What follows belongs to an exercise in optimizing a design on an open flow for small area; a production flow would make more cautious choices.
Function was checked by simulation only, so behaviour that the tests miss may differ from the original.
Power and IR drop assume default switching activity.

==> v1 <==
==> flow/design.v (excerpt) <==
module vx4_corr_tile (
    input  wire        clk,
    input  wire        rst,
    input  wire        op_valid,
    input  wire [1:0]  op,
    input  wire [1:0]  op_slot,
    input  wire        op_fold,
    input  wire [31:0] row_vec,
    input  wire [31:0] col_vec,
    input  wire        wr_en,
    input  wire [1:0]  wr_slot,
    input  wire [3:0]  wr_cell,
    input  wire [63:0] wr_data,
    input  wire [1:0]  rd_slot,
    input  wire [3:0]  rd_cell,
    output reg  [63:0] rd_word,
    output reg  [1:0]  rd_sat
);
clock: 13.0 ns
lec_check: 0
cap_margin: 20
cell_pad_in_sites_detail_placement: 2
cell_pad_in_sites_global_placement: 2
core_margin: 2
core_utilization: 25
cts_buf_list: sky130_fd_sc_hd__clkbuf_16
cts_cluster_diameter: 100
cts_cluster_size: 20
place_density: 0.35
slew_margin: 20
standard.sh (not shown) runs the stock make flow with config.mk's settings and CLKGATE_MAP_FILE= SYNTH_SCRIPT=/design/flow/synth_recipe.tcl, a recipe that flattens the netlist after the stock synthesis.
==> flow/flow/run.sh <==
#!/bin/bash
# Own layout flow.
#  1. the standard synthesis (the reference for the registers).
#  2. The same synthesis again, but hierarchical, with ABC mapping each module
#     with a script picked for area (abc_override.tcl, abc_map.txt), and
#     without the full-adder cells (whose metal-1 pins crowd the routing); the
#     netlist is flattened and named as the standard one.
#  3. If its registers are exactly the standard synthesis's (names and cell
#     types), it replaces the standard netlist; otherwise the standard one is
#     kept.
#  4. the standard layout from floorplan to finish.
# Each tool's output goes to a log file of its own in the work folder.
set -euo pipefail
W=$(pwd)
F=$W/flow
R=$W/orfs/results/$FLOW_PLATFORM/vx4_corr_tile/base

bash standard.sh synth > "$W/1_standard_synth.log" 2>&1
cp "$R/1_2_yosys.v" "$W/synth_standard.v"

{ cat "$F/abc_override.tcl"; cat "$W/synth_recipe.tcl"; } > "$W/own_synth.tcl"
OWN_FLOW_DIR="$F" make -C "$FLOW_HOME" DESIGN_CONFIG="$W/config.mk" WORK_HOME="$W/orfs_own" \
  CLKGATE_MAP_FILE= ADDER_MAP_FILE= SYNTH_SCRIPT="$W/own_synth.tcl" SYNTH_HIERARCHICAL=1 synth \
  > "$W/2_own_synth.log" 2>&1 || true
OWN="$W/orfs_own/results/$FLOW_PLATFORM/vx4_corr_tile/base/1_2_yosys.v"

if [[ -f "$OWN" ]] && python3 "$F/check_regs.py" "$W/synth_standard.v" "$OWN" > "$W/2_check_regs.log" 2>&1; then
  cp "$OWN" "$W/synth_own.v"
  cp "$OWN" "$R/1_2_yosys.v"
  rm -f "$R/1_synth.odb" "$R/1_synth.sdc"
  echo "using the own synthesis" >> "$W/2_check_regs.log"
else
  echo "using the standard synthesis" >> "$W/2_check_regs.log"
fi

# ports buffered with a small buffer (the standard flow picks a delay cell)
bash standard.sh finish "BUFFER_PORTS_ARGS=-buffer_cell sky130_fd_sc_hd__buf_2" > "$W/3_standard_layout.log" 2>&1
Other scripts of this flow, unchanged in this note and not shown: flow/flow/abc_map.txt, flow/flow/abc_override.tcl, flow/flow/acc.abc, flow/flow/check_regs.py, flow/flow/logic.abc, flow/flow/nf.abc, flow/flow/word.abc
==> inputs of v6, as changes to v1 <==
- CELL_PAD_IN_SITES_DETAIL_PLACEMENT: 2 -> 1
- CELL_PAD_IN_SITES_GLOBAL_PLACEMENT: 2 -> 1
- CORE_UTILIZATION: 25 -> 30
- PLACE_DENSITY: 0.35 -> 0.45
==> comparison table <==
item	v1	v6
Result of the run	finished clean	finished clean
Clk pwr	0.0120 W	0.00956 W
Pre-CTS setup slack	1.06 ns	1.27 ns
Total CTS buffers	342	264
Final critical-path required period	11.04 ns	11.06 ns
Global placement routability congestion	0.928	0.984
Hold path startpoint	g_row[2].g_col[0].u_cell.g_slot[3].u_word.q[7]	g_row[3].g_col[3].u_cell.g_slot[3].u_word.q[7]
Switching share of power	50.1%	49.5%
Final Power	0.0724 W	0.0681 W
Critical path data arrival time	11.91 ns	11.97 ns
Leakage power figure	107 nW	104 nW
Share of cell area taken by flip-flops and latches	30.1%	31.1%
Fraction of area in multi-input gates	54.0%	55.7%
Highest fanout seen on the critical path	29	38
Comb group	0.0363 W	0.0347 W
Cell-internal power	0.0361 W	0.0344 W
Area of the core	959000 um2	798000 um2
Endpoint of the worst hold path	g_row[2].g_col[0].u_cell.g_slot[3].u_word.q[7]	g_row[3].g_col[3].u_cell.g_slot[3].u_word.q[7]
Starting Density	25.0%	30.1%
Met2 WL post-DR	885000 um	759000 um

separate check: timing with driven ports:
In the flow no input, the clock included, has a driving cell. The finished layouts below were timed again as built, in two steps. Step 1 sets driving cells, clkbuf_16 on the clock port and buf_2 on the other inputs (assumed; they add their load-dependent delay and slew). Step 2, shift: input delay + t, output delay - t, t = (earliest + latest rising clock arrival at the registers) / 2. This alone moves slack from input paths to output paths. Slacks: ideal ports / drivers / drivers and shift; pairs: ideal ports / drivers.
run	t (ns)	setup WS [ns]	worst hold slack (ns)	worst register clock-pin slew, ns
v1	1.273	1.964 / 2.019 / 0.746	0.476 / 0.476 / 0.476	0.10 / 0.10
v6	1.214	1.943 / 2.064 / 0.851	0.473 / 0.473 / 0.473	0.10 / 0.10
After both steps setup and hold are still met in every run listed. For v1, which loses most, drivers alone change the setup slack by +0.055 ns; drivers and shift together by -1.218 ns.
